This is an optimization exercise on Yosys and OpenROAD, whose aim is small area, a short achievable clock period and few clock cycles, not a production implementation. Only simulation tests tie the RTL to the original design; equivalence was not proved.

$ cat flow/flow/run.sh
#!/bin/bash
# The standard layout (standard.sh: ORFS synthesis through finish), with
# two changes: repair_timing aims for 22.8 ns of setup slack, and buffer_ports gives each input and output port a
# sky130_fd_sc_hd__buf_2 instead of the cell it picks by default.
# The full output of the ORFS run goes to standard.log here; ORFS keeps each
# step's own log under orfs/logs/.
set -euo pipefail
bash standard.sh "BUFFER_PORTS_ARGS=-buffer_cell sky130_fd_sc_hd__buf_2" SETUP_SLACK_MARGIN=22.8 finish > standard.log 2>&1
$ cat flow/standard.sh
#!/bin/bash
# synth_recipe.tcl (not shown) runs the flow's synth.tcl, then flattens the netlist and writes it again
# the make line also repeats each setting of config.mk as NAME=value (left out here)
make -C /OpenROAD-flow-scripts/flow DESIGN_CONFIG=/design/flow/config.mk WORK_HOME=/design/flow/orfs CLKGATE_MAP_FILE= SYNTH_SCRIPT=/design/flow/synth_recipe.tcl "${@:-finish}"
$ cat flow/config.mk
export PLATFORM = sky130hd
export DESIGN_NAME = flush_dot4
export DESIGN_NICKNAME = flush_dot4
export VERILOG_FILES = /design/flow/design.v
export SDC_FILE = /design/flow/constraint.sdc
export NUM_CORES = 4
export LEC_CHECK = 0
export ABC_AREA = 1
export ABC_CLOCK_PERIOD_IN_PS = 7000
export CAP_MARGIN = 20
export CELL_PAD_IN_SITES_DETAIL_PLACEMENT = 2
export CELL_PAD_IN_SITES_GLOBAL_PLACEMENT = 4
export CORE_MARGIN = 2
export CORE_UTILIZATION = 30
export PLACE_DENSITY = 0.45
export SLEW_MARGIN = 20
$ cat flow/constraint.sdc
create_clock -name core_clock -period 30.0 [get_ports {clk}]
set_input_delay 6.0000 -clock core_clock [delete_from_list [all_inputs] [get_ports {clk}]]
set_output_delay 6.0000 -clock core_clock [all_outputs]
set_load 0.01 [all_outputs]
$ cat flow/design.v
module flush_elem (
    input  wire [5:0] fh,       
    input  wire [7:0] x,
    output wire [7:0] sv,
    output wire [4:0] ex,
    output wire [2:0] tz,
    output wire       is_inf,
    output wire       is_nan
);
    wire i4 = fh[0], i8 = fh[1], e43 = fh[2], e52 = fh[3], e23 = fh[4], e32 = fh[5];
    wire h43 = |x[6:3], h52 = |x[6:2], h23 = |x[4:3], h32 = |x[4:2];
    wire [3:0] m = ({4{e43}} & {h43, x[2:0]})        | ({4{e52}} & {1'b0, h52, x[1:0]}) |
                   ({4{e23}} & {h23, x[2:0]})        | ({4{e32}} & {1'b0, h32, x[1:0]});
    wire       s = ((e43 | e52) & x[7]) | ((e23 | e32) & x[5]);
    wire [4:0] fpv = s ? (5'd0 - {1'b0, m}) : {1'b0, m};
    assign sv = ({8{i8}} & x) | ({8{i4}} & {{4{x[3]}}, x[3:0]}) | {{3{fpv[4]}}, fpv};
    assign ex = ({5{e43}} & {1'b0, x[6:4], x[3] | ~h43}) | ({5{e52}} & {x[6:3], x[2] | ~h52}) |
                ({5{e23}} & {3'd0, x[4], x[3] | ~h23})   | ({5{e32}} & {2'd0, x[4:3], x[2] | ~h32});
    assign is_nan = (e43 & (&x[6:0])) | (e52 & (&x[6:2]) & (|x[1:0]));
    assign is_inf = e52 & (&x[6:2]) & ~|x[1:0];
    wire [7:0] tv = (i8 | i4) ? x : {4'd0, m};
    assign tz = tv[0] ? 3'd0 : tv[1] ? 3'd1 : tv[2] ? 3'd2 : tv[3] ? 3'd3 :
                tv[4] ? 3'd4 : tv[5] ? 3'd5 : tv[6] ? 3'd6 : 3'd7;
endmodule
module flush_term (
    input  wire [5:0]        fh_a,     
    input  wire [5:0]        fh_b,
    input  wire [7:0]        a,
    input  wire [7:0]        b,
    input  wire              en,
    input  wire [7:0]        bx,       
    output wire [7:0]        sa,       
    output wire [7:0]        sb,
    output wire              neg,      
    output wire [5:0]        amt,      
    output wire [3:0]        tz,       
    output wire              is_nan,
    output wire              is_pinf,
    output wire              is_ninf
);
    wire       ia, ib, na, nb;
    wire [7:0] sva, svb;
    wire [4:0] ea, eb;
    wire [2:0] tza, tzb;
    flush_elem dec_a (.fh(fh_a), .x(a), .sv(sva), .ex(ea), .tz(tza), .is_inf(ia), .is_nan(na));
    flush_elem dec_b (.fh(fh_b), .x(b), .sv(svb), .ex(eb), .tz(tzb), .is_inf(ib), .is_nan(nb));
    wire za  = (sva == 8'd0);
    wire zb  = (svb == 8'd0);
    wire nan = na | nb | (ia & zb) | (ib & za);
    wire inf = ia | ib;
    wire num = en & ~nan & ~inf;
    wire sgn = sva[7] ^ svb[7];
    wire nz  = num & ~za & ~zb;
    assign is_nan  = en & nan;
    assign is_pinf = en & ~nan & inf & ~sgn;
    assign is_ninf = en & ~nan & inf &  sgn;
    assign sa      = num ? sva : 8'd0;
    assign sb      = svb;
    wire [3:0] tzs = {1'b0, tza} + {1'b0, tzb};
    assign tz = nz ? tzs : 4'd15;
    wire [7:0] ts, tc, t;
    flush_csa #(8) u_tc (.x({3'd0, ea}), .y({3'd0, eb}), .z(bx), .s(ts), .c(tc));
    flush_add #(8) u_ta (.a(ts), .b(tc), .cin(1'b0), .s(t));
    wire [7:0] n1 = ~t;                                            
    wire [3:0] rm1 = (n1[7:4] != 4'd0) ? 4'd15 : n1[3:0];
    assign neg     = t[7];
    assign amt     = neg ? {2'b00, ~rm1} : t[5:0];
endmodule
module flush_prod (
    input  wire [7:0]  sa,
    input  wire [7:0]  sb,
    output wire [15:0] p
);
    flush_mul8 u_mul (.a(sa), .b(sb), .p(p));
endmodule
module flush_lane (
    input  wire [15:0] p,
    input  wire        neg,
    input  wire [5:0]  w,
    input  wire [3:0]  tz,       
    input  wire [6:0]  hth,      
    input  wire        gz,       
    output wire [69:0] z,
    output wire        ru,       
    output wire        inx,      
    output wire        ovf       
);
    wire [14:0] xm = p[14:0] ^ {15{p[15]}};
    wire [15:0] xb = {xm, 1'b1};
    wire        i3 = |xb[15:8];
    wire [7:0]  y3 = i3 ? xb[15:8] : xb[7:0];
    wire        i2 = |y3[7:4];
    wire [3:0]  y2 = i2 ? y3[7:4] : y3[3:0];
    wire        i1 = |y2[3:2];
    wire [1:0]  y1 = i1 ? y2[3:2] : y2[1:0];
    wire [3:0]  bln = {i3, i2, i1, y1[1]};
    wire       nz  = (tz != 4'd15);
    wire       pw  = ~p[15] & (bln == tz + 4'd1);
    wire [6:0] tot = {3'd0, bln} + {1'b0, w};
    assign ovf = nz & ~neg & (gz | (tot > hth) | ((tot == hth) & ~pw));
    wire [16:0] x1 = w[0] ? {p, 1'b0}   : {p[15], p};
    wire [18:0] x2 = w[1] ? {x1, 2'b0}  : {{2{x1[16]}}, x1};
    wire [22:0] x3 = w[2] ? {x2, 4'b0}  : {{4{x2[18]}}, x2};
    wire [30:0] x4 = w[3] ? {x3, 8'b0}  : {{8{x3[22]}}, x3};
    wire        sticky = (tz < ~w[3:0]);
    assign ru  = neg & x4[15] & (x4[16] | sticky);
    assign inx = neg & (x4[15] | sticky);
    wire [30:0] xr = neg ? {{16{x4[30]}}, x4[30:16]} : x4;
    wire [42:0] x5 = w[4] ? {xr[26:0], 16'b0} : {{12{xr[30]}}, xr};
    assign      z  = w[5] ? {x5[37:0], 32'b0} : {{27{x5[42]}}, x5};
endmodule
module flush_mul8 (
    input  wire [7:0]  a,
    input  wire [7:0]  b,
    output wire [15:0] p
);
    reg [15:0] row [0:8];
    integer i, j;
    always @* begin
        for (i = 0; i < 8; i = i + 1) begin
            row[i] = 16'd0;
            for (j = 0; j < 8; j = j + 1)
                row[i][i + j] = ((i == 7) ^ (j == 7)) ? ~(a[i] & b[j]) : (a[i] & b[j]);
        end
        row[8] = 16'h8100;
    end
    wire [15:0] s0, c0, s1, c1, s2, c2, s3, c3, s4, c4, s5, c5, s6, c6;
    flush_csa #(16) k0 (row[0], row[1], row[2], s0, c0);
    flush_csa #(16) k1 (row[3], row[4], row[5], s1, c1);
    flush_csa #(16) k2 (row[6], row[7], row[8], s2, c2);
    flush_csa #(16) k3 (s0, c0, s1, s3, c3);
    flush_csa #(16) k4 (c1, s2, c2, s4, c4);
    flush_csa #(16) k5 (s3, c3, s4, s5, c5);
    flush_csa #(16) k6 (s5, c5, c4, s6, c6);
    assign p = s6 + c6;     
endmodule
module flush_csa #(parameter W = 16) (
    input  wire [W-1:0] x,
    input  wire [W-1:0] y,
    input  wire [W-1:0] z,
    output wire [W-1:0] s,
    output wire [W-1:0] c
);
    assign s = x ^ y ^ z;
    wire [W-1:0] m = (x & y) | (x & z) | (y & z);
    assign c = {m[W-2:0], 1'b0};
endmodule
module flush_add #(parameter W = 16) (
    input  wire [W-1:0] a,
    input  wire [W-1:0] b,
    input  wire         cin,
    output wire [W-1:0] s
);
    localparam L = (W > 64) ? 7 : (W > 32) ? 6 : (W > 16) ? 5 : (W > 8) ? 4 : (W > 4) ? 3 : 2;
    reg [W-1:0] pp, gg, pg;
    integer l, i;
    always @* begin
        pp    = a ^ b;
        gg    = a & b;
        gg[0] = gg[0] | (pp[0] & cin);
        pg    = pp;
        for (l = 0; l < L; l = l + 1)
            for (i = (2 << l) - 1; i < W; i = i + (2 << l)) begin
                gg[i] = gg[i] | (pg[i] & gg[i - (1 << l)]);
                pg[i] = pg[i] & pg[i - (1 << l)];
            end
        for (l = L - 2; l >= 0; l = l - 1)
            for (i = 3 * (1 << l) - 1; i < W; i = i + (2 << l)) begin
                gg[i] = gg[i] | (pg[i] & gg[i - (1 << l)]);
                pg[i] = pg[i] & pg[i - (1 << l)];
            end
    end
    assign s = pp ^ {gg[W-2:0], cin};
endmodule
module flush_dot4 (
    input  wire        clk,
    input  wire        rst,
    input  wire        in_valid,
    output wire        in_ready,
    input  wire        in_clear,
    input  wire        in_read,
    input  wire [7:0]  in_level,
    input  wire [3:0]  in_fmt_a,
    input  wire [3:0]  in_fmt_b,
    input  wire [3:0]  in_en,
    input  wire [31:0] in_a,
    input  wire [31:0] in_b,
    output reg         out_valid,
    output wire [95:0] out_acc,
    output wire [1:0]  out_tag,
    output wire        out_inexact
);
    localparam [1:0] NUM = 2'd0, PINF = 2'd1, NINF = 2'd2, NAN = 2'd3;
    assign in_ready = 1'b1;
    function [5:0] fhot(input [3:0] f);     
        fhot = {f == 4'h6, f == 4'h5, f == 4'h4, f == 4'h3, f == 4'h1, f == 4'h0};
    endfunction
    reg        r0_clear, r0_read;
    reg [3:0]  r0_en;
    reg [7:0]  r0_level;
    reg [5:0]  r0_fa, r0_fb;      
    reg [31:0] r0_a, r0_b;
    wire       take = in_valid & ~rst;
    always @(posedge clk) begin
        r0_clear <= take & in_clear;
        r0_read  <= take & in_read;
        r0_en    <= {4{take}} & in_en;
        r0_level <= in_level;
        r0_fa    <= fhot(in_fmt_a);
        r0_fb    <= fhot(in_fmt_b);
        r0_a     <= in_a;
        r0_b     <= in_b;
    end
    wire [4:0] na = {r0_fa[3], r0_fa[2], r0_fa[4] | r0_fa[5], r0_fa[2], r0_fa[3] | r0_fa[5]};
    wire [4:0] nb = {r0_fb[3], r0_fb[2], r0_fb[4] | r0_fb[5], r0_fb[2], r0_fb[3] | r0_fb[5]};
    wire [9:0] lx = {{2{r0_level[7]}}, r0_level};
    wire [9:0] bs0, bc0, bs, bc, bsh;
    wire [7:0] bx = bsh[9] ? bsh[7:0] : {6'd0, bsh[1:0]};
    flush_csa #(10) u_b0 (.x(~{5'd0, na}), .y(~{5'd0, nb}), .z(~lx), .s(bs0), .c(bc0));
    flush_csa #(10) u_b1 (.x(bs0), .y(bc0), .z(10'd51), .s(bs), .c(bc));
    flush_add #(10) u_b2 (.a(bs), .b(bc), .cin(1'b0), .s(bsh));
    wire [7:0] t_sa [0:3];
    wire [7:0] t_sb [0:3];
    wire [5:0] t_amt [0:3];
    wire [3:0] t_tz [0:3];
    wire [3:0] t_neg, t_nan, t_pinf, t_ninf;
    genvar i;
    generate
        for (i = 0; i < 4; i = i + 1) begin : lane
            flush_term u_term (
                .fh_a(r0_fa), .fh_b(r0_fb),
                .a(r0_a[8*i +: 8]), .b(r0_b[8*i +: 8]),
                .en(r0_en[i]), .bx(bx),
                .sa(t_sa[i]), .sb(t_sb[i]), .neg(t_neg[i]), .amt(t_amt[i]),
                .tz(t_tz[i]),
                .is_nan(t_nan[i]), .is_pinf(t_pinf[i]), .is_ninf(t_ninf[i])
            );
        end
    endgenerate
    wire [7:0] r1_sa [0:3];
    wire [7:0] r1_sb [0:3];
    wire [5:0] r1_amt [0:3];
    wire [3:0] r1_tz [0:3];
    wire [3:0] r1_neg = t_neg;
    wire [4:0] r1_g = bsh[9] ? 5'd0 : bsh[6:2];
    wire       r1_gz = ~bsh[9] & (bsh[8:0] >= 9'd96);
    wire       r1_clear = r0_clear, r1_read = r0_read;
    wire [1:0] r1_tag = {|(t_nan | t_ninf), |(t_nan | t_pinf)};
    integer k;
    generate
        for (i = 0; i < 4; i = i + 1) begin : r1w
            assign r1_sa[i] = t_sa[i];
            assign r1_sb[i] = t_sb[i];
            assign r1_amt[i] = t_amt[i];
            assign r1_tz[i] = t_tz[i];
        end
    endgenerate
    wire [15:0] t_p [0:3];
    generate
        for (i = 0; i < 4; i = i + 1) begin : lane2
            flush_prod u_prod (.sa(r1_sa[i]), .sb(r1_sb[i]), .p(t_p[i]));
        end
    endgenerate
    reg [15:0] r2_p [0:3];
    reg [5:0]  r2_w [0:3];
    reg [3:0]  r2_tz [0:3];
    reg [3:0]  r2_neg;
    reg [4:0]  r2_g;
    reg        r2_gz, r2_clear, r2_read;
    reg [1:0]  r2_tag;
    always @(posedge clk) begin
        for (k = 0; k < 4; k = k + 1) begin
            r2_p[k]  <= t_p[k];
            r2_w[k]  <= r1_amt[k];
            r2_tz[k] <= r1_tz[k];
        end
        r2_neg   <= r1_neg;
        r2_g     <= r1_g;
        r2_gz    <= r1_gz;
        r2_clear <= r1_clear;
        r2_read  <= r1_read;
        r2_tag   <= r1_tag;
    end
    wire [69:0] z [0:3];
    wire [3:0]  ovf, ru, rinx;
    wire [6:0]  hth = {5'd24 - r2_g, 2'b00};       
    generate
        for (i = 0; i < 4; i = i + 1) begin : lane3
            flush_lane u_lane (.p(r2_p[i]), .neg(r2_neg[i]), .w(r2_w[i]), .tz(r2_tz[i]),
                               .hth(hth), .gz(r2_gz),
                               .z(z[i]), .ru(ru[i]), .inx(rinx[i]), .ovf(ovf[i]));
        end
    endgenerate
    wire [71:0] z0 = {{2{z[0][69]}}, z[0]};
    wire [71:0] z1 = {{2{z[1][69]}}, z[1]};
    wire [71:0] z2 = {{2{z[2][69]}}, z[2]};
    wire [71:0] z3 = {{2{z[3][69]}}, z[3]};
    wire [71:0] s0, c0, s1, c1, ssum;
    flush_csa #(72) u_csa0 (z0, z1, z2, s0, c0);
    flush_csa #(72) u_csa1 (s0, {c0[71:1], ru[0]}, z3, s1, c1);
    flush_add #(72) u_add0 (.a(s1), .b({c1[71:1], ru[1]}), .cin(ru[2]), .s(ssum));
    reg [71:0] r3_s;
    reg [4:0]  r3_g;
    reg        r3_gz, r3_c3;
    reg        r3_clear, r3_read, r3_inx;
    reg [1:0]  r3_tag;
    always @(posedge clk) begin
        r3_s     <= ssum;
        r3_g     <= r2_g;
        r3_gz    <= r2_gz;
        r3_c3    <= ru[3];
        r3_clear <= r2_clear;
        r3_read  <= r2_read;
        r3_inx   <= |(rinx | ovf);
        r3_tag   <= r2_tag;
    end
    reg [95:0] acc;
    reg [1:0]  acc_tag;
    reg        acc_inx;
    reg        rst_d1, rst_d2, rst_d3;
    wire       kill = rst_d1 | rst_d2 | rst_d3;
    wire [95:0] sx   = {{24{r3_s[71]}}, r3_s};
    wire [95:0] term = (r3_gz | kill) ? 96'd0 : (sx << {r3_g, 2'b00});
    wire [95:0] base = (r3_clear | kill) ? 96'd0 : acc;
    wire [95:0] nacc;
    flush_add #(96) u_add1 (.a(base), .b(term), .cin(r3_c3 & ~kill), .s(nacc));
    wire [1:0] btag = r3_clear ? NUM : acc_tag;
    wire [1:0] ntag = btag | r3_tag;
    wire ninx = (~r3_clear & acc_inx) | r3_inx;
    always @(posedge clk) begin
        rst_d1    <= rst;
        rst_d2    <= rst_d1;
        rst_d3    <= rst_d2;
        acc       <= nacc;
        acc_tag   <= kill ? NUM : ntag;
        acc_inx   <= ~kill & ninx;
        out_valid <= ~rst & ~kill & r3_read;
    end
    assign out_acc     = acc;
    assign out_tag     = acc_tag;
    assign out_inexact = acc_inx;
endmodule
==> summary.txt, run 1 <==
- The flow ran to the end and the layout has no timing, DRC or antenna violations.
- The most heavily used metal layer in global routing is met2.
- The design area is 0.0536 mm².
- The worst setup path is of the reg2out kind.
- For this run, global-route usage on met1 was measured as 34.1%.
- The overall global routing resource usage is 27.1%.
- The global-route wire length before repair is 330 mm.
- The die extent in y is 402 µm.
- During placement, the flow inserted port buffers numbering 188.
- The slowest stage of the critical path is the dfxtp_4 cell.
- After detailed routing, the number of remaining DRC violations is 0.
- Once placement finished, the instance area stood at 0.0506 mm².
- For this block, the initial DRC count from the detailed router was 2131.
- Yosys mapped a number of flops with a built-in enable equal to 0.
- Counting every instance in the synthesized netlist gives 6959.
- The core region is 0.158 mm².
- At the pin with the least slew margin, the transition time is 1.12 ns.
- The worst setup path is launched from a flip-flop.
- Counting instances, the worst hold path has a depth of 0.
- The data arrival time of the critical path is 1.16 ns.
- In this run the number of cells on the critical path is 1.
- The worst register-to-register path has a setup slack of 23.13 ns.
- Global routing finished with a remaining overflow of 0.
- Summing over every cut layer, the via total after detailed routing is 46252.
- On the worst path, the slowest cell contributes a delay of 0.37 ns.
- Setup repair after global routing could not meet its margin everywhere.
- The placed wire-length estimate after detailed placement is 190 mm.
- The destination of the worst hold path is r2_read$_DFF_P_.
- The initial antenna violation count is 7.
- Using the TritonRoute via totals, the vias-per-cell ratio works out to 5.03.
- The dominant delay contributor by cell family on the critical path is flip-flops.
- Before antenna repair, the detailed router went through 5 iterations.
- Averaged over all synthesized cells, the footprint is 6.84 µm².
- The fraction of final layout cells with drive strength greater than 1 is 9.86%.
- The worst setup path is captured at an output pin.
- The number of register bits inferred by synthesis is 395.
- The count of nets left with antenna violations once routing finished came out at 0.
- The area growth from synthesis to layout is 12.7%.
- The longest clock path from root to sink contains 3 buffers.
- The most common cell after layout, fill and taps aside is nand2_1.
- The met3 usage in global routing is 2.02%.
- Entering global routing, the biggest net connects 88 pins.
- Summing every instance area after synthesis gives 0.0476 mm².
- The die area is 0.162 mm².
- The hold slack is 0.331 ns.
- The via count of the first global-routing pass was 50025.
- The worst path required time is 24.00 ns.
- Along the worst path, the maximum fanout reaches 2.
- The final layout contains 7982 nets.
- The most used flip-flop cell after synthesis is dfxtp_1.
- In this run, distinct cell masters in the synthesized netlist total 61.
- CTS built an H-tree with a depth of 2.
- The net count of the mapped netlist is 7873.
- The launch point of the worst reg-to-reg path is r0_fa[3]$_DFF_P_.
- The count of cells along the worst register-to-register path is 38.
- The number of placement rows is 146.
- The final-report hold violation count was 0.
- Buffers inserted during clock tree synthesis total 56.
- The time the worst path needs with I/O delays and setup is 7.16 ns.
- The number of setup violations in the final report is 0.
- The met2 capacity usage during global routing is 49.1%.
- The clock net sink count is 395.
- TritonCTS built the clock tree.
- The worst slew margin relative to its limit is 24.8%.
- Once the floorplan was initialized, standard cells occupied 30.1% of the core.
- Measured along the x axis, the die boundary spans 402 µm.
- Of the available clock period, the critical path in the final layout requires 23.9%.
- Cells fill 33.9% of the core in the end.
- Leaving out fill and tap cells, the most frequent cells in the layout are nand2_1 (1577), inv_1 (1251), o21ai_0 (641).
- 190 I/O pins were placed.
- The tree is rooted in a clkbuf_16.
- Of the synthesized area, sequential elements account for 16.6%.
- After detailed routing, the average wire length per cell comes to 24.3 µm.
- The clock latency reported for the late side of the worst-skew pair is 0.70 ns.
- The post-route setup TNS is 0 ns.
- The end of the worst register-to-register path is r2_p[2][15]$_DFF_P_.
- The path class of the tightest hold or removal check is reg2reg.
- The number of slew-limit violations in the final report was 0.
- The number of filler cells placed in the layout is 18943.
- The highest attainable clock frequency is 0.140 GHz.
- The critical path goes through buf_6.
- The share of synthesized flip-flops with an asynchronous set or reset is 0%.
- The tool flagged a number of max-cap violations equal to 0.
- The total length of routed wires is 223 mm.
- The placer's final routability congestion estimate is 0.942.
- The final setup skew is 0.0715 ns.
- Before CTS, the worst setup slack after placement is 22.29 ns.
- The startpoint identified for the worst hold timing path is r0_read$_DFF_P_.
- The clock transition at the registers of the reported paths is 0.06 ns.
- The worst path meets setup with 22.84 ns of slack.
- The count of warnings emitted by yosys is 14.
- The number of buffer and inverter stages on the critical path is 1.
[cell type report]
type | count | area, µm² | area share, %
multi-input cells | 5004 | 34100 | 63.5
flip-flops and latches | 395 | 8100 | 15.1
inverters | 1324 | 5030 | 9.38
well taps | 2072 | 2590 | 4.83
repair buffers | 284 | 1980 | 3.69
clock buffers | 77 | 1580 | 2.95
clock inverters | 24 | 263 | 0.490
repair inverters | 3 | 15.0 | 0.0280
diodes | 4 | 10.0 | 0.0187
[how the worst max path moves through the flow]
stage | endpoint | startpoint
after floorplan | r0_fa[0]$_DFF_P_ | in_fmt_a[2]
after global placement | r3_s[63]$_DFF_P_ | r2_p[2][15]$_DFF_P_
after detailed placement | r3_s[63]$_DFF_P_ | r2_p[2][15]$_DFF_P_
after CTS | out_acc[70] | acc[70]$_DFF_P_
after global routing | r2_p[0][14]$_DFF_P_ | r0_fb[2]$_DFF_P_
final | out_acc[75] | acc[75]$_DFF_P_
[synthesized netlist by cell type, types with 8 or more instances]
cell | instances | share of area (%)
o211ai_1 | 33 | 0.52
a22oi_1 | 37 | 0.58
or2_2 | 52 | 0.68
a31oi_1 | 37 | 0.49
mux2i_1 | 41 | 0.86
clkbuf_1 | 182 | 1.4
fa_1 | 427 | 18
clkinv_1 | 13 | 0.10
buf_1 | 34 | 0.27
nand3b_1 | 19 | 0.30
inv_2 | 45 | 0.36
inv_1 | 1263 | 10
o221ai_1 | 11 | 0.20
ha_1 | 398 | 10
nor2_2 | 20 | 0.26
dfxtp_1 | 395 | 17
nand4_1 | 66 | 0.87
a21o_1 | 27 | 0.43
nor2_1 | 575 | 4.5
xnor2_1 | 98 | 1.8
nand2_2 | 18 | 0.24
nand3_1 | 247 | 2.6
nor3_1 | 53 | 0.56
buf_2 | 17 | 0.18
nand2_1 | 1588 | 13
o22ai_1 | 64 | 0.84
o21bai_1 | 8 | 0.13
o21ai_1 | 13 | 0.14
o21a_1 | 23 | 0.36
o21ai_0 | 669 | 7.0
o31ai_1 | 14 | 0.22
xor2_1 | 105 | 1.9
a21oi_1 | 279 | 2.9
a211oi_1 | 12 | 0.19
nor4_1 | 10 | 0.13
[kinds of logic (layout without fill, tap and decap cells)]
logic type      Yosys count  count (layout)  synth area share, %
other cells               1               5              0.00788
buf+inv                1560            1712                 12.4
compound gates         1258            1258                 14.7
mux                      41              41                0.863
xor+xnor                203             203                 3.74
fa+ha+maj               825             825                 28.4
flops                   395             395                 16.6
simple gates           2676            2676                 23.3
[through the flow]
stage	std cells
3_5_place_dp	9037
4_1_cts	9144
5_1_grt	9186
3_3_place_gp	9037
6_report	9187
2_1_floorplan	6959
[timing repair]
action                                  CTS  global route
hold buffers                              0             0
gates resized for setup                 156           121
cloned                                    1             2
pin swaps                                 0            16
endpoints found under the setup margin  115            54
buffers inserted                          5            37
[routing by layer]
metal / share of wire [%] / vias to the layer above
met5: 0 / -
met4: 3.3 / 0
met3: 2.4 / 242
met2: 50 / 641
met1: 44 / 23257
li1: - / 22112
[state kept, by name (all words and copies together), names as in the netlist, 2 cells and up]
register / count
acc: 96
acc_tag: 2
r0_a: 32
r0_b: 32
r0_en: 4
r0_fa: 6
r0_fb: 6
r0_level: 8
r2_g: 5
r2_neg: 4
r2_p: 64
r2_tag: 2
r2_tz: 16
r2_w: 24
r3_g: 5
r3_s: 72
r3_tag: 2
Testbench counts, summed over its fixed seeds: cycles 12,032.
==> run 2, diff against run 1 <==
--- a/flow/design.v
+++ b/flow/design.v
@@ -134,3 +134,3 @@
     flush_csa #(16) k6 (s5, c5, c4, s6, c6);
-    assign p = s6 + c6;     
+    flush_add #(16) fin (.a(s6), .b(c6), .cin(1'b0), .s(p));
 endmodule
==> run 2 against run 1 <==
Effect of this change:
- still clean
- routed wire length up 0.21%
- global-route usage decreased by 0.097 points
- final cell count hardly changed
- clock-buffer cell count decreased by 3
- largest cell class unchanged
- highest routed layer is now met5
==> summary.txt, run 2 <==
- The die area is 0.162 mm² (+0.11%).
- The worst slew margin relative to its limit came to 23.3% (-1.6 points).
- The reported max-cap violation count is 0 (unchanged).
- The cell type of the slowest stage on the worst timing path is dfxtp_4.
- The share of the synthesized area in the top cell type is 18.6% (+0.65 points).
- The number of setup violations in the final report is 0 (unchanged).
- The wire length per cell came to 24.3 µm (+0.20%).
- The area of the mapped netlist is 0.0476 mm² (+0.11%).
- The post-detailed-placement cell area is 0.0506 mm² (about the same).
- In this run the critical register-to-register path is launched from r2_w[0][1]$_DFF_P_.
- The top-level port count is 190 (unchanged).
- The data arrival time of the critical path is 1.16 ns (about the same).
- The non-filler instance count after layout is 9188 (+0.011%).
- The total congestion overflow is 0 (unchanged).
- The post-route setup TNS is 0 ns (unchanged).
- The starting density of the core is 30.1% (+0.033 points).
- The count of cell types in the netlist came to 63 (+3.3%).
- The number of buffers inserted by port buffering came to 188 (unchanged).
- The final period utilization came to 23.9% (about the same).
- The largest register by flop count is acc.
- The die extent in y is 402 µm (about the same).
- The part of the Yosys area used for sequential elements is 16.6% (-0.018 points).
- The post-detailed-route count of antenna-violating nets is 0 (unchanged).
- The design area came to 0.0544 mm² (+1.4%).
- The share of synthesized flip-flops with an asynchronous set or reset is 0% (unchanged).
- The count of warnings emitted by yosys is 15 (+1).
- The placer's final routability congestion estimate was 0.935 (-0.70%).
- The global-route wire length before repair was 329 mm (-0.45%).
- The net count of the mapped netlist was 7842 (-0.39%).
- The total stage count of the critical path is 1 (unchanged).
- The largest registers in the layout are acc x96, r3_s x72, r2_p x64.
- The source of the critical timing path is acc[77]$_DFF_P_.
- The mean area per synthesized cell is 6.89 µm² (+0.73%).
- The count of unresolved DRC violations after routing is 0 (unchanged).
- Setup repair after global routing could not meet its margin everywhere.
- The via count normalized by instance count is 5.04 (about the same).
- The clock net sink count is 395 (unchanged).
- The number of placement rows is 146 (unchanged).
- The length of the first detailed-routing pass in iterations is 5 (unchanged).
- The clock transition at the registers of the reported paths is 0.07 ns (about the same).
- The placed wire-length estimate after detailed placement is 189 mm (-0.36%).
- The initial antenna violation count came to 9 (+2).
- The highest attainable clock frequency is 0.140 GHz (about the same).
- The cell at the root of the clock tree is clkbuf_16.
- The endpoint kind of the worst setup timing path is an output pin.
- The setup slack of the most critical reg-to-reg path is 23.10 ns (-0.03 ns).
- The number of hold buffers added after CTS is 0 (unchanged).
- The worst path required time is 24.00 ns (about the same).
- The number of DRC markers in iteration 0 is 2142 (+0.52%).
- In the layout the commonest cells are nand2_1 (1556), inv_1 (1239), o21ai_0 (607).
- The number of register bits inferred by synthesis is 395 (unchanged).
- The placeable core area came to 0.158 mm² (unchanged).
- The delay of the slowest critical-path stage is 0.36 ns (about the same).
- The via count of the first global-routing pass was 49965 (-0.12%).
- The number of filler cells placed in the layout was 18895 (-0.25%).
- The slew of the pin with the lowest slew margin is 1.15 ns (+0.0352 ns).
- The endpoint identified for the worst register-to-register timing path is r3_s[71]$_DFF_P_.
- The number of flops mapped to enable cells by yosys came to 0 (unchanged).
- Counting instances in the post-synthesis netlist gives the leading cell types as nand2_1 (1569), inv_1 (1254), o21ai_0 (639).
- The number of buffers created by CTS was 53 (-5.4%).
- The final-report hold violation count was 0 (unchanged).
- The number of slew-limit violations in the final report was 0 (unchanged).
- The fraction of final layout cells with drive strength greater than 1 is 11.5% (+1.6 points).
- The total number of vias is 46274 (+0.048%).
- The most area-hungry cell type in the Yosys netlist is fa_1.
- The maximum number of pins on one net before global-route repair is 84 (-4.5%).
- The number of buffer and inverter stages on the critical path is 1 (unchanged).
- The time the worst path needs with I/O delays and setup came to 7.16 ns (-0.000100 ns).
- The H-tree level count was 2 (unchanged).
- The count of cells along the worst register-to-register path is 28 (-26%).
- The most instantiated flip-flop cell in the synthesis netlist is dfxtp_1.
- Leaving out fill and tap cells, the most frequent cell in the layout is nand2_1.
- The total length of routed wires is 223 mm (+0.21%).
- The deepest clock path buffer count was 3 (unchanged).
- Yosys attributes the largest share of cell area to fa_1 (19%), dfxtp_1 (17%), nand2_1 (12%), ha_1 (10%), inv_1 (9.9%).
- The overall global routing resource usage came to 27.0% (-0.097 points).
- The run finished with no timing, DRC or antenna violations.
- The synthesized netlist cell count is 6916 (-0.62%).
- The clock tree from TritonCTS is built.
- The post-layout net count is 7995 (+0.16%).
- The final design utilization came to 34.4% (+0.48 points).
- Broken down by cell family, the worst path's largest delay share belongs to flip-flops.
- The clock latency reported for the late side of the worst-skew pair is 0.69 ns (about the same).
- The startpoint-to-endpoint class of the critical path is reg2out.
- The width of the chip is 402 µm (about the same).
- The number of flip-flops under the largest register name was 96 (unchanged).
- The critical path ends at out_acc[77].
- Traced cell by cell, the critical path runs through buf_6.
- The path class of the tightest hold or removal check is reg2reg.
- The cell with the most instances after synthesis is nand2_1.
- The startpoint class of the critical path is a flip-flop.
- The number of placed instances with taps included is 8985 (-0.58%).
- The area growth from synthesis to layout is 14.2%.
- The largest fanout of any net on the critical path is 2 (unchanged).
- The final setup skew is 0.0539 ns (-0.0175 ns).
[run 2: changes by cell type after synthesis, sizes merged, moves of 6 or more]
cell	delta
fa	+16
xor2	-16
nand4	-7
a211oi	+10
nor2	+22
clkinv	-6
nand2	-23
buf	+28
a22oi	-8
or2	-6
clkbuf	-24
nand3b	+6
nand3	-6
o21ai	-22
[run 2: cells by family after synthesis]
kind of cell / Yosys count / synth area share, %
and+or+nand+nor: 2657 / 23.2
buffers and inverters: 1561 / 12.4
AOI/OAI and AO/OA: 1235 / 14.4
adders and majority gates: 837 / 29.0
DFF: 395 / 16.6
xor gates and xnor gates: 188 / 3.46
muxes: 42 / 0.883
other: 1 / 0.00787
[run 2: how the worst min path moves through the flow]
| stage | slack (ns) | endpoint | cells past startpoint | from |
|---|---|---|---|---|
| finish | 0.33 | r3_tag[1]$_DFF_P_ | 0 | r2_tag[1]$_DFF_P_ |
| detailed placement | 0.32 | r3_tag[1]$_DFF_P_ | 0 | r2_tag[1]$_DFF_P_ |
| CTS | 0.33 | r3_tag[1]$_DFF_P_ | 0 | r2_tag[1]$_DFF_P_ |
| floorplan | 0.31 | r2_clear$_DFF_P_ | 0 | r0_clear$_DFF_P_ |
| global route | 0.34 | r2_clear$_DFF_P_ | 0 | r0_clear$_DFF_P_ |
| global placement | 0.31 | r3_clear$_DFF_P_ | 0 | r2_clear$_DFF_P_ |
[run 2: area by class of cell]
class                           instances  area (µm²)  area share [%]
Clock inverter                         23         238           0.437
Multi-Input combinational cell       4960       34400            63.2
Timing Repair Buffer                  332        2460            4.52
Timing Repair inverter                  6        32.5          0.0598
Clock buffer                           74        1540            2.82
Tap cell                             2072        2590            4.77
Inverter                             1321        5040            9.26
Sequential cell                       395        8120            14.9
Antenna cell                            5        12.5          0.0230
[run 2: worst register-to-register path, delay by kind of cell, from the launching register on]
| kind | cells | cell delay [ns] |
|---|---|---|
| adders and majority gates | 4 | 2.04 |
| and+or+nand+nor | 9 | 1.01 |
| DFF | 1 | 0.46 |
| buffers and inverters | 5 | 0.93 |
| AOI/OAI and AO/OA | 8 | 1.98 |
| xor gates and xnor gates | 2 | 0.31 |
[run 2: metrics by stage]
stage / worst slack [ns] / hold WS [ns]
global placement: 21.92 / 0.311
floorplan: 23.39 / 0.310
detailed placement: 21.82 / 0.318
global route: 22.64 / 0.343
finish: 22.84 / 0.330
CTS: 22.77 / 0.335
[run 2: repair_timing]
item / 4_1_cts / 5_1_grt
endpoints found under the hold margin: 0 / 0
resized for setup: 227 / 147
cloned: 4 / 3
endpoints found under the setup margin: 123 / 42
setup buffers: 20 / 74
pin swaps: 7 / 40
[run 2: per-layer routing]
| layer | GRT usage [%] | vias up | part of all wire [%] |
|---|---|---|---|
| met2 | 49.7 | 593 | 51 |
| met3 | 2.06 | 233 | 2.3 |
| li1 | - | 22037 | - |
| met1 | 33.5 | 23409 | 43 |
| met5 | 0 | - | 0.0058 |
| met4 | 7.62 | 2 | 3.3 |
Testbench counts of run 2, summed over its fixed seeds: cycles 12,032.
==> run 3, diff against run 2 <==
--- a/flow/design.v
+++ b/flow/design.v
@@ -134,3 +134,3 @@
     flush_csa #(16) k6 (s5, c5, c4, s6, c6);
-    flush_add #(16) fin (.a(s6), .b(c6), .cin(1'b0), .s(p));
+    assign p = s6 + c6;     
 endmodule
==> flow/flow/run.sh (replaced) <==
#!/bin/bash
# The standard layout (standard.sh: ORFS synthesis through finish), with
# two changes: repair_timing aims for 22.8 ns of setup slack, and buffer_ports gives each input and output port a
# sky130_fd_sc_hd__buf_1 instead of the cell it picks by default.
# The full output of the ORFS run goes to standard.log here; ORFS keeps each
# step's own log under orfs/logs/.
set -euo pipefail
bash standard.sh "BUFFER_PORTS_ARGS=-buffer_cell sky130_fd_sc_hd__buf_1" SETUP_SLACK_MARGIN=22.8 finish > standard.log 2>&1
==> run 3 against run 2 <==
Effect of this change:
- global-route usage about the same
- synthesized cell count increased by 0.62%
- first-iteration DRC count decreased by 4.2%
- still clean on timing, DRC and antenna
- hold slack got worse by 0.0031 ns
- utilization decreased by 0.69 points
- synthesized area decreased by 0.11%
- non-clock buffer count decreased by 58
- fmax increased by 0.29%
- worst setup slack improved by 0.020 ns
==> summary.txt, run 3 <==
- The largest registers in the layout are acc x96, r3_s x72, r2_p x64.
- The width of the chip is 402 µm (about the same).
- The clock transition at the registers of the reported paths is 0.06 ns (about the same).
- The die extent in y is 402 µm (about the same).
- The wire length per cell is 24.2 µm (-0.34%).
- The met1 layer wirelength in the final routing was 98.2 mm (+1.6%).
- Grouping stages by cell kind, the critical path spends the most delay in flip-flops.
- The design area came to 0.0533 mm² (-2.0%).
- The fraction of final layout cells with drive strength greater than 1 is 8.00% (-3.5 points).
- The via count normalized by instance count is 5.02 (-0.39%).
- The number of flops mapped to enable cells by yosys was 0 (unchanged).
- The count of warnings emitted by yosys was 14 (-1).
- The number of setup violations in the final report is 0 (unchanged).
- The top-level port count is 190 (unchanged).
- The count of unresolved DRC violations after routing was 0 (unchanged).
- The startpoint-to-endpoint class of the critical path is reg2out.
- The data arrival time of the critical path was 1.14 ns (-0.02 ns).
- The clock net sink count is 395 (unchanged).
- The number of buffer and inverter stages on the critical path was 1 (unchanged).
- The final-report hold violation count is 0 (unchanged).
- The mean area per synthesized cell is 6.84 µm² (-0.73%).
- The number of DRC markers in iteration 0 came to 2052 (-4.2%).
- The worst path required time is 24.00 ns (about the same).
- The slew of the pin with the lowest slew margin came to 1.09 ns (-0.0652 ns).
- The most instantiated flip-flop cell in the synthesis netlist is dfxtp_1.
- The placer's final routability congestion estimate is 0.940 (+0.46%).
- The clock latency reported for the late side of the worst-skew pair is 0.67 ns (-0.02 ns).
- The die area is 0.162 mm² (-0.11%).
- The number of hold buffers added after CTS is 0 (unchanged).
- The worst hold path belongs to the class reg2reg.
- The number of filler cells placed in the layout came to 18859 (-0.19%).
- The final setup skew is 0.0494 ns (-0.00450 ns).
- The final period utilization came to 23.8% (-0.068 points).
- The slowest stage of the critical path belongs to the cell dfxtp_1.
- The worst setup path is launched from a flip-flop.
- The global-route wire length before repair came to 329 mm (+0.19%).
- The area growth from synthesis to layout is 12.0%.
- The reported max-cap violation count was 0 (unchanged).
- The number of buffers inserted by port buffering is 188 (unchanged).
- The largest fanout of any net on the critical path is 2 (unchanged).
- The share of synthesized flip-flops with an asynchronous set or reset was 0% (unchanged).
- The met3 layer wire length in the routed design is 5.17 mm (-1.4%).
- The number of register bits inferred by synthesis is 395 (unchanged).
- The setup slack of the most critical reg-to-reg path came to 23.22 ns (+0.12 ns).
- The net count of the mapped netlist is 7873 (+0.40%).
- The starting density of the core is 30.1% (-0.033 points).
- The worst setup path is captured at an output pin.
- The most area-hungry cell type in the Yosys netlist is fa_1.
- The part of the Yosys area used for sequential elements is 16.6% (+0.018 points).
- The worst slew margin relative to its limit is 26.9% (+3.6 points).
- The overall global routing resource usage was 27.0% (about the same).
- The count of cell types in the netlist is 61 (-3.2%).
- The placed wire-length estimate after detailed placement is 189 mm (+0.21%).
- The area of the mapped netlist is 0.0476 mm² (-0.11%).
- The placeable core area is 0.158 mm² (unchanged).
- The total congestion overflow is 0 (unchanged).
- The number of slew-limit violations in the final report came to 0 (unchanged).
- After synthesis, the cell types taking the most area are fa_1 (18%), dfxtp_1 (17%), nand2_1 (13%), ha_1 (10%), inv_1 (10%).
- The number of buffers created by CTS is 54 (+1.9%).
- The signal on the critical path passes through buf_1.
- Routed signal wires occupy layers up through met5.
- The cell sitting at the root of the clock tree is a clkbuf_16.
- The number of flip-flops under the largest register name is 96 (unchanged).
- The post-detailed-placement cell area is 0.0504 mm² (-0.43%).
- TritonCTS built the clock tree.
- The maximum number of pins on one net before global-route repair is 88 (+4.8%).
- The commonest cells after synthesis are nand2_1 (1588), inv_1 (1263), o21ai_0 (669).
- The post-route setup TNS came to 0 ns (unchanged).
- The length of the first detailed-routing pass in iterations is 6 (+1).
- The met2 wire length is 113 mm (-1.1%).
- The total number of vias is 46017 (-0.56%).
- The post-layout net count came to 7971 (-0.30%).
- The total length of routed wires came to 222 mm (-0.50%).
- The synthesized netlist cell count is 6959 (+0.62%).
- Leaving out fill and tap cells, the most frequent cells in the layout are nand2_1 (1579), inv_1 (1250), o21ai_0 (652).
- The deepest clock path buffer count is 3 (unchanged).
- Setup repair after global routing could not meet its margin everywhere.
- The initial antenna violation count is 4 (-5).
- The via count of the first global-routing pass is 49913 (-0.10%).
- The delay of the slowest critical-path stage was 0.33 ns (-0.03 ns).
- The H-tree level count was 2 (unchanged).
- The share of the synthesized area in the top cell type is 18.0% (-0.65 points).
- The flow ran to the end and the layout has no timing, DRC or antenna violations.
- The post-detailed-route count of antenna-violating nets was 0 (unchanged).
- The time the worst path needs with I/O delays and setup is 7.14 ns (-0.0203 ns).
- The number of placement rows is 146 (unchanged).
- The highest attainable clock frequency is 0.140 GHz (+0.29%).
- The largest register by flop count is acc.
- The most common cell after layout, fill and taps aside is nand2_1.
- Yosys instantiated no cell more often than nand2_1.
run 3: cell types whose count changed after synthesis, moves of 19 or more:
cell	change
clkbuf_1	+24
o21ai_0	+30
nor2_1	-19
nand2_1	+19
buf_1	-24
run 3: final timing paths:
check	cells after the start	startpoint	end
max	1	acc[17]$_DFF_P_	out_acc[17]
min	0	r0_clear$_DFF_P_	r2_clear$_DFF_P_
max reg2reg	29	r0_b[3]$_DFF_P_	r2_p[0][14]$_DFF_P_
min reg2reg	0	r0_clear$_DFF_P_	r2_clear$_DFF_P_
run 3: per-layer routing:
metal | GRT usage, % | up-vias
li1 | - | 22095
met1 | 34.0 | 23071
met2 | 49.7 | 643
met3 | 1.84 | 206
met4 | 6.67 | 2
met5 | 0 | -
run 3: logic make-up (layout without fill, tap and decap cells):
| logic type | after synthesis | after routing | synth area share (%) |
|---|---|---|---|
| AND/OR/NAND/NOR | 2676 | 2676 | 23.3 |
| buffers and inverters | 1560 | 1700 | 12.4 |
| AO/OA/AOI/OAI | 1258 | 1258 | 14.7 |
| adder cells (fa/ha/maj) | 825 | 825 | 28.4 |
| flip-flops | 395 | 395 | 16.6 |
| XOR/XNOR | 203 | 203 | 3.74 |
| multiplexers | 41 | 41 | 0.863 |
| other | 1 | 3 | 0.00788 |
run 3: metrics by stage:
step / util (%) / hold slack [ns] / setup slack (ns) / std cells
after global placement: 31.9 / 0.311 / 22.55 / 9038
after detailed placement: 31.9 / 0.314 / 22.35 / 9038
after global routing: 33.7 / 0.329 / 22.78 / 9171
final: 33.7 / 0.327 / 22.86 / 9173
after floorplan: - / 0.310 / 23.52 / 6959
after CTS: 33.3 / 0.329 / 22.79 / 9138
run 3: layout make-up:
cell class / instances / area [µm²] / area share [%]
Timing Repair inverter: 4 / 20.0 / 0.0376
Antenna cell: 2 / 5.00 / 0.00939
Clock buffer: 72 / 1510 / 2.83
Tap cell: 2072 / 2590 / 4.86
Sequential cell: 395 / 8070 / 15.1
Timing Repair Buffer: 274 / 1680 / 3.15
Clock inverter: 26 / 344 / 0.646
Multi-Input combinational cell: 5004 / 34100 / 63.9
Inverter: 1324 / 5030 / 9.43
run 3: worst register-to-register path, delay by kind of cell, from the launching register on:
family,cells,cell delay [ns]
xor gates and xnor gates,1,0.27
AOI/OAI and AO/OA,7,1.14
adders and majority gates,5,2.42
DFF,1,0.42
buffers and inverters,3,0.25
and+or+nand+nor,13,2.21
run 3: what timing repair did:
action                                  in CTS  in global routing
cloned                                       0                  4
resized for setup                          192                125
endpoints found under the setup margin     110                 63
buffers inserted                             2                 29
hold endpoints to repair                     0                  0
pin swaps                                    2                  9
Testbench counts of run 3, summed over its fixed seeds: cycles 12,032.
==> run 4, diff against run 3 <==
--- a/flow/config.mk
+++ b/flow/config.mk
@@ -14,2 +14,4 @@
 export CORE_UTILIZATION = 30
+export CTS_CLUSTER_DIAMETER = 70
+export CTS_CLUSTER_SIZE = 30
 export PLACE_DENSITY = 0.45
==> run 4 against run 3 <==
Effect of this change:
- critical path depth unchanged
- non-clock buffer count rose by 13
- clock-buffer cell count shrank 20
- via count up 0.48%
- utilization up 0.35 points
- sequential share of layout area about the same
- fmax decreased by 0.40%
- routed wire length grew 0.16%
- flip-flop and latch count unchanged
- die area unchanged
- still clean
- synthesized cell count unchanged
==> summary.txt, run 4 <==
- The net count of the mapped netlist came to 7873 (unchanged).
- The number of flip-flops under the largest register name was 96 (unchanged).
- The length of the first detailed-routing pass in iterations is 5 (-1).
- The synthesized netlist cell count is 6959 (unchanged).
- The fraction of final layout cells with drive strength greater than 1 is 9.10% (+1.1 points).
- The number of buffers created by CTS is 50 (-7.4%).
- The placed wire-length estimate after detailed placement came to 189 mm (unchanged).
- The worst path required time came to 24.00 ns (about the same).
- The post-layout net count is 7981 (+0.13%).
- The share of synthesized flip-flops with an asynchronous set or reset is 0% (unchanged).
- By count the netlist is led by nand2_1 (1588), inv_1 (1263), o21ai_0 (669).
- The number of flops mapped to enable cells by yosys is 0 (unchanged).
- TritonCTS built the clock tree.
- The number of filler cells placed in the layout was 18779 (-0.42%).
- The width of the chip is 402 µm (unchanged).
- The top-level port count is 190 (unchanged).
- The largest fanout of any net on the critical path came to 2 (unchanged).
- In the post-synthesis netlist, the cell with the most instances is nand2_1.
- The final period utilization is 23.9% (+0.095 points).
- The source of the critical timing path is acc[74]$_DFF_P_.
- The post-route setup TNS came to 0 ns (unchanged).
- The end point of the critical path is out_acc[74].
- Leaving out fill and tap cells, the most frequent cells in the layout are nand2_1 (1576), inv_1 (1252), o21ai_0 (653).
- The time the worst path needs with I/O delays and setup came to 7.17 ns (+0.0285 ns).
- Grouping stages by cell kind, the critical path spends the most delay in flip-flops.
- The reported max-cap violation count came to 0 (unchanged).
- The number of placed instances with taps included came to 9038 (unchanged).
- The starting density of the core is 30.1% (unchanged).
- The count of unresolved DRC violations after routing is 0 (unchanged).
- The number of placement rows is 146 (unchanged).
- The mean area per synthesized cell was 6.84 µm² (unchanged).
- The most common cell after layout, fill and taps aside is nand2_1.
- STA classifies the critical path startpoint as a flip-flop.
- The delay of the slowest critical-path stage is 0.37 ns (+0.04 ns).
- The highest attainable clock frequency came to 0.139 GHz (-0.40%).
- The largest registers in the layout are acc x96, r3_s x72, r2_p x64.
- The clock net sink count was 395 (unchanged).
- The area of the mapped netlist is 0.0476 mm² (unchanged).
- The deepest clock path buffer count is 3 (unchanged).
- The cell at the root of the clock tree is clkbuf_16.
- The number of slew-limit violations in the final report is 0 (unchanged).
- The number of hold buffers added after CTS is 0 (unchanged).
- The total congestion overflow is 0 (unchanged).
- The setup slack of the most critical reg-to-reg path is 23.23 ns (about the same).
- The placeable core area came to 0.158 mm² (unchanged).
- In this run the critical register-to-register path is captured at r2_p[2][15]$_DFF_P_.
- The data arrival time of the critical path is 1.17 ns (+0.03 ns).
- The via count normalized by instance count was 5.04 (+0.37%).
- The worst slew margin relative to its limit came to 17.6% (-9.3 points).
- The register with the most flip-flops in the final layout is acc.
- The number of setup violations in the final report is 0 (unchanged).
- The overall global routing resource usage was 27.0% (-0.027 points).
- The start point of the worst min-delay path is r2_read$_DFF_P_.
- The die extent in y is 402 µm (unchanged).
- The most area-hungry cell type in the Yosys netlist is fa_1.
- STA classifies the critical path endpoint as an output pin.
- The area growth from synthesis to layout is 13.2%.
- The number of buffers inserted by port buffering is 188 (unchanged).
- The via count of the first global-routing pass is 50024 (+0.22%).
- The total length of routed wires is 223 mm (+0.16%).
- The slew of the pin with the lowest slew margin is 1.22 ns (+0.138 ns).
- The non-filler instance count after layout came to 9183 (+0.11%).
- The placer's final routability congestion estimate was 0.940 (unchanged).
- The total number of vias was 46237 (+0.48%).
- The post-detailed-route count of antenna-violating nets is 0 (unchanged).
- The global-route wire length before repair is 330 mm (about the same).
- The clock transition at the registers of the reported paths is 0.11 ns (+0.05 ns).
- The number of register bits inferred by synthesis is 395 (unchanged).
- The startpoint-to-endpoint class of the critical path is reg2out.
- The launch point of the worst reg-to-reg path is r0_fb[0]$_DFF_P_.
- The count of cell types in the netlist came to 61 (unchanged).
- The count of warnings emitted by yosys is 14 (unchanged).
- The count of cells along the worst register-to-register path is 34 (+17%).
- The die area is 0.162 mm² (unchanged).
- The clock latency reported for the late side of the worst-skew pair is 0.70 ns (+0.03 ns).
- Setup repair after global routing could not meet its margin everywhere.
- The worst min-delay path category is reg2reg.
- The number of DRC markers in iteration 0 is 2203 (+7.4%).
- The final-report hold violation count is 0 (unchanged).
- The maximum number of pins on one net before global-route repair was 88 (unchanged).
- In the post-synthesis netlist, the biggest area contributors are fa_1 (18%), dfxtp_1 (17%), nand2_1 (13%), ha_1 (10%), inv_1 (10%).
- The total stage count of the critical path came to 1 (unchanged).
- The final setup skew was 0.0804 ns (+0.0309 ns).
- The number of buffer and inverter stages on the critical path is 1 (unchanged).
- The share of the synthesized area in the top cell type was 18.0% (unchanged).
- The flow ran to the end and the layout has no timing, DRC or antenna violations.
- Traced cell by cell, the critical path runs through buf_6.
- The wire length per cell is 24.2 µm (about the same).
- The initial antenna violation count is 4 (unchanged).
- The part of the Yosys area used for sequential elements was 16.6% (unchanged).
- The slowest stage of the critical path is the dfxtp_4 cell.
- The H-tree level count is 2 (unchanged).
- Among all flip-flop cells after synthesis, the most frequent one is dfxtp_1.
-- run 4: cell counts after synthesis --
Identical to the previous run, type by type.
-- run 4: cell families (layout without fill, tap and decap cells) --
family          Yosys count  count (layout)  share of synthesized area [%]
simple gates           2676            2677                           23.3
buf+inv                1560            1709                           12.4
compound gates         1258            1258                           14.7
fa+ha+maj               825             825                           28.4
flops                   395             395                           16.6
xor+xnor                203             203                           3.74
mux                      41              41                          0.863
other cells               1               3                        0.00788
-- run 4: layer usage --
metal	vias to the layer above	routed length [µm]	track usage, %
li1	22114	-	-
met1	23281	98100	34.0
met2	647	114000	49.7
met3	191	5050	1.75
met4	4	5820	6.43
met5	-	20	0
-- run 4: worst register-to-register path, delay by kind of cell (launching register included) --
kind / cells / cell delay, ns
buffers and inverters: 8 / 0.97
flip-flops: 1 / 0.39
XOR/XNOR: 1 / 0.16
AND/OR/NAND/NOR: 12 / 1.58
adder cells (fa/ha/maj): 6 / 2.46
AO/OA/AOI/OAI: 7 / 1.06
-- run 4: worst min-delay path by stage --
stage                       endpoint  depth (start not counted)
global placement    r3_clear$_DFF_P_                          0
CTS                  r3_read$_DFF_P_                          0
detailed placement   r3_read$_DFF_P_                          0
global route        r2_clear$_DFF_P_                          0
floorplan           r2_clear$_DFF_P_                          0
finish               r3_read$_DFF_P_                          0
-- run 4: layout make-up --
class	count	area [µm²]	share of cell area, %
Multi-Input combinational cell	5005	34100	63.3
Antenna cell	2	5.00	0.00929
Timing Repair Buffer	287	2050	3.80
Sequential cell	395	8140	15.1
Clock buffer	52	1270	2.36
Clock inverter	42	668	1.24
Inverter	1324	5020	9.33
Timing Repair inverter	4	20.0	0.0372
Tap cell	2072	2590	4.81
-- run 4: stage by stage --
stage	instance area (µm²)	hold WS [ns]	utilization (%)	setup WS, ns
2_1_floorplan	47600	0.310	-	23.52
3_3_place_gp	50400	0.311	31.9	22.55
5_1_grt	53800	0.347	34.1	22.75
6_report	53900	0.339	34.1	22.83
4_1_cts	53100	0.340	33.6	22.70
3_5_place_dp	50400	0.314	31.9	22.35
-- run 4: repair_timing --
item	in CTS	in global routing
gates resized for setup	305	122
gates cloned	0	6
setup endpoints to repair	140	85
pin swaps	2	14
buffers inserted	5	38
==> run 5, diff against run 4 <==
==> flow/flow/run.sh (replaced) <==
#!/bin/bash
# The standard layout (standard.sh: ORFS synthesis through finish), with
# two changes: repair_timing aims for 22.9 ns of setup slack, and buffer_ports gives each input and output port a
# sky130_fd_sc_hd__buf_1 instead of the cell it picks by default.
# The full output of the ORFS run goes to standard.log here; ORFS keeps each
# step's own log under orfs/logs/.
set -euo pipefail
bash standard.sh "BUFFER_PORTS_ARGS=-buffer_cell sky130_fd_sc_hd__buf_1" SETUP_SLACK_MARGIN=22.9 finish > standard.log 2>&1
--- a/flow/config.mk
+++ b/flow/config.mk
@@ -14,4 +14,2 @@
 export CORE_UTILIZATION = 30
-export CTS_CLUSTER_DIAMETER = 70
-export CTS_CLUSTER_SIZE = 30
 export PLACE_DENSITY = 0.45
==> run 5 against run 4 <==
Effect of this change:
- final cell count increased by 0.22%
- flip-flop and latch count unchanged
- routed wire length increased by 0.70%
- synthesized cell count unchanged
- critical path depth unchanged
- die area unchanged
- global-route usage increased by 0.14 points
==> summary.txt, run 5 <==
- The post-layout net count is 8001 (+0.25%).
- The count of cell types in the netlist is 61 (unchanged).
- The met2 wire length is 114 mm (+0.54%).
- The net count of the mapped netlist is 7873 (unchanged).
- The number of slew-limit violations in the final report came to 0 (unchanged).
- The highest routed metal layer is met5.
- The area of the mapped netlist was 0.0476 mm² (unchanged).
- The highest attainable clock frequency is 0.140 GHz (+0.38%).
- The data arrival time of the critical path is 1.14 ns (-0.03 ns).
- The slew of the pin with the lowest slew margin is 1.09 ns (-0.134 ns).
- The number of buffers created by CTS is 54 (+8.0%).
- The die extent in y was 402 µm (unchanged).
- The cell family contributing the most delay on the critical path is flip-flops.
- The clock transition at the registers of the reported paths is 0.06 ns (-0.05 ns).
- The worst slew margin relative to its limit is 26.6% (+9.0 points).
- Of all cell types, the one taking the most synthesized area is fa_1.
- The starting density of the core is 30.1% (unchanged).
- The final setup skew is 0.0536 ns (-0.0267 ns).
- The placeable core area came to 0.158 mm² (unchanged).
- The count of unresolved DRC violations after routing is 0 (unchanged).
- The largest registers in the layout are acc x96, r3_s x72, r2_p x64.
- The delay of the slowest critical-path stage was 0.36 ns (about the same).
- The time the worst path needs with I/O delays and setup is 7.14 ns (-0.0273 ns).
- The width of the chip came to 402 µm (unchanged).
- By count the netlist is led by nand2_1 (1588), inv_1 (1263), o21ai_0 (669).
- The number of buffer and inverter stages on the critical path came to 1 (unchanged).
- The largest register by flop count is acc.
- The worst setup path is launched from a flip-flop.
- The number of register bits inferred by synthesis is 395 (unchanged).
- The placed wire-length estimate after detailed placement is 189 mm (unchanged).
- The number of DRC markers in iteration 0 was 2033 (-7.7%).
- The final period utilization was 23.8% (-0.091 points).
- The final-report hold violation count is 0 (unchanged).
- The synthesized netlist cell count is 6959 (unchanged).
- The placer's final routability congestion estimate came to 0.940 (unchanged).
- The clock net sink count is 395 (unchanged).
- The most instantiated flip-flop cell in the synthesis netlist is dfxtp_1.
- The total length of routed wires came to 224 mm (+0.70%).
- The part of the Yosys area used for sequential elements was 16.6% (unchanged).
- The initial antenna violation count is 4 (unchanged).
- The share of synthesized flip-flops with an asynchronous set or reset is 0% (unchanged).
- The wire length per cell is 24.4 µm (+0.48%).
- In the post-synthesis netlist, the cell with the most instances is nand2_1.
- The design area is 0.0542 mm² (+0.67%).
- The library cell used most frequently in the layout, excluding fill and tap cells, is nand2_1.
- The number of placement rows came to 146 (unchanged).
- The deepest clock path buffer count is 3 (unchanged).
- The multi-input logic area is 0.0342 mm² (+0.21%).
- Traced cell by cell, the critical path runs through buf_6.
- The number of filler cells placed in the layout came to 18773 (-0.032%).
- The number of buffers inserted by port buffering is 188 (unchanged).
- The number of flip-flops under the largest register name is 96 (unchanged).
- The worst path required time came to 24.00 ns (about the same).
- The count of warnings emitted by yosys came to 14 (unchanged).
- The cell type of the slowest stage on the worst timing path is dfxtp_4.
- The top-level port count is 190 (unchanged).
- The met3 layer wire length in the routed design was 5.27 mm (+4.4%).
- The mean area per synthesized cell was 6.84 µm² (unchanged).
- The share of the synthesized area in the top cell type is 18.0% (unchanged).
- TritonCTS built the clock tree.
- The worst setup path is captured at an output pin.
- The largest fanout of any net on the critical path is 2 (unchanged).
- Setup repair after global routing could not meet its margin everywhere.
- The H-tree level count is 2 (unchanged).
- The maximum number of pins on one net before global-route repair came to 88 (unchanged).
- The met1 layer wirelength in the final routing came to 98.3 mm (+0.26%).
- The fraction of final layout cells with drive strength greater than 1 was 9.54% (+0.44 points).
- The length of the first detailed-routing pass in iterations is 5 (unchanged).
- The flow ran to the end and the layout has no timing, DRC or antenna violations.
- The startpoint-to-endpoint class of the critical path is reg2out.
- The die area came to 0.162 mm² (unchanged).
- The sequential cell area is 0.00815 mm² (+0.17%).
- Sorting the synthesized cells by area gives the leading types as fa_1 (18%), dfxtp_1 (17%), nand2_1 (13%), ha_1 (10%), inv_1 (10%).
- The via count of the first global-routing pass is 50127 (+0.21%).
- The total number of vias is 46237 (unchanged).
- The cell at the root of the clock tree is clkbuf_16.
- The total congestion overflow came to 0 (unchanged).
- The post-detailed-placement cell area is 0.0504 mm² (unchanged).
- The area growth from synthesis to layout is 14.0%.
- The worst hold path belongs to the class reg2reg.
- The reported max-cap violation count is 0 (unchanged).
- The post-detailed-route count of antenna-violating nets came to 0 (unchanged).
- The clock latency reported for the late side of the worst-skew pair is 0.68 ns (-0.02 ns).
- The via count normalized by instance count came to 5.02 (-0.22%).
- The number of setup violations in the final report is 0 (unchanged).
- The post-route setup TNS is 0 ns (unchanged).
- The final design utilization is 34.3% (+0.23 points).
- In the layout the commonest cells are nand2_1 (1576), inv_1 (1251), o21ai_0 (644).
- The overall global routing resource usage is 27.1% (+0.14 points).
- The global-route wire length before repair was 331 mm (+0.38%).
- The number of flops mapped to enable cells by yosys is 0 (unchanged).
-- run 5: cell count changes in the layout (fill, tap and decap cells not counted), moves of 8 or more --
cell      change
o21ai_0       -9
buf_4        +11
buf_6        +37
buf_2        -33
o21ai_1       +8
inv_12       -11
clkbuf_1      +9
-- run 5: worst paths after layout --
| kind | from | endpoint | slack (ns) | depth (start not counted) |
|---|---|---|---|---|
| worst max-delay path | acc[68]$_DFF_P_ | out_acc[68] | 22.86 | 1 |
| worst min-delay path | r0_clear$_DFF_P_ | r2_clear$_DFF_P_ | 0.33 | 0 |
| worst max register to register | r0_fb[3]$_DFF_P_ | r2_p[0][14]$_DFF_P_ | 23.25 | 34 |
| worst min register to register | r0_clear$_DFF_P_ | r2_clear$_DFF_P_ | 0.33 | 0 |
-- run 5: routing by layer --
metal	vias to the layer above	global-route usage (%)
met5	-	0
met2	635	49.9
met4	2	6.75
met1	23241	34.1
met3	208	1.84
li1	22151	-
-- run 5: through the flow --
stage | hold WS (ns) | cells | worst slack (ns)
3_3_place_gp | 0.311 | 9038 | 22.55
6_report | 0.327 | 9203 | 22.86
2_1_floorplan | 0.310 | 6959 | 23.52
5_1_grt | 0.330 | 9201 | 22.81
4_1_cts | 0.329 | 9152 | 22.79
3_5_place_dp | 0.314 | 9038 | 22.35
-- run 5: timing repair --
item	4_1_cts	5_1_grt
resized for setup	363	137
hold buffers	0	0
cloned	1	6
setup endpoints to repair	154	153
setup buffers	15	43
pin swaps	5	13
-- run 5: logic make-up (layout without fill, tap and decap cells) --
| kind of cell | after synthesis | after routing | synth area share [%] |
|---|---|---|---|
| xor gates and xnor gates | 203 | 203 | 3.74 |
| muxes | 41 | 41 | 0.863 |
| adders and majority gates | 825 | 825 | 28.4 |
| DFF | 395 | 395 | 16.6 |
| AOI/OAI and AO/OA | 1258 | 1258 | 14.7 |
| and+or+nand+nor | 2676 | 2677 | 23.3 |
| other | 1 | 3 | 0.00788 |
| buffers and inverters | 1560 | 1729 | 12.4 |
-- run 5: area by class of cell --
class	count	area share (%)
multi-input cells	5005	63.0
well taps	2072	4.78
clock buffers	72	2.79
repair buffers	303	4.43
clock inverters	26	0.635
inverters	1324	9.28
flip-flops and latches	395	15.0
repair inverters	4	0.0369
diodes	2	0.00923

port drivers added, routing unchanged:
No port has a modelled driver above. Below, the same layouts with a new extraction and two added sets of constraints. Step 1 assumes that a clkbuf_16 drives the clock port and a buf_2 every other input. Step 2 times the ports against the registers' clock, not the clock port: input delays grow and output delays shrink by t, the midpoint of the rising clock arrivals with the driver on. Slacks: ideal / step 1 / step 2; pairs: ideal / step 1.
| run | shift t [ns] | setup WS [ns] | latest minus earliest clock arrival (ns) |
|---|---|---|---|
| run 1 | 0.748 | 22.838 / 22.755 / 23.100 | 0.075 / 0.075 |
| run 2 | 0.742 | 22.838 / 22.761 / 22.916 | 0.056 / 0.056 |
| run 3 | 0.736 | 22.859 / 22.772 / 23.068 | 0.050 / 0.049 |
| run 4 | 0.746 | 22.830 / 22.749 / 23.045 | 0.081 / 0.081 |
| run 5 | 0.738 | 22.857 / 22.770 / 23.066 | 0.053 / 0.054 |
After both steps setup and hold are still met in every run listed.
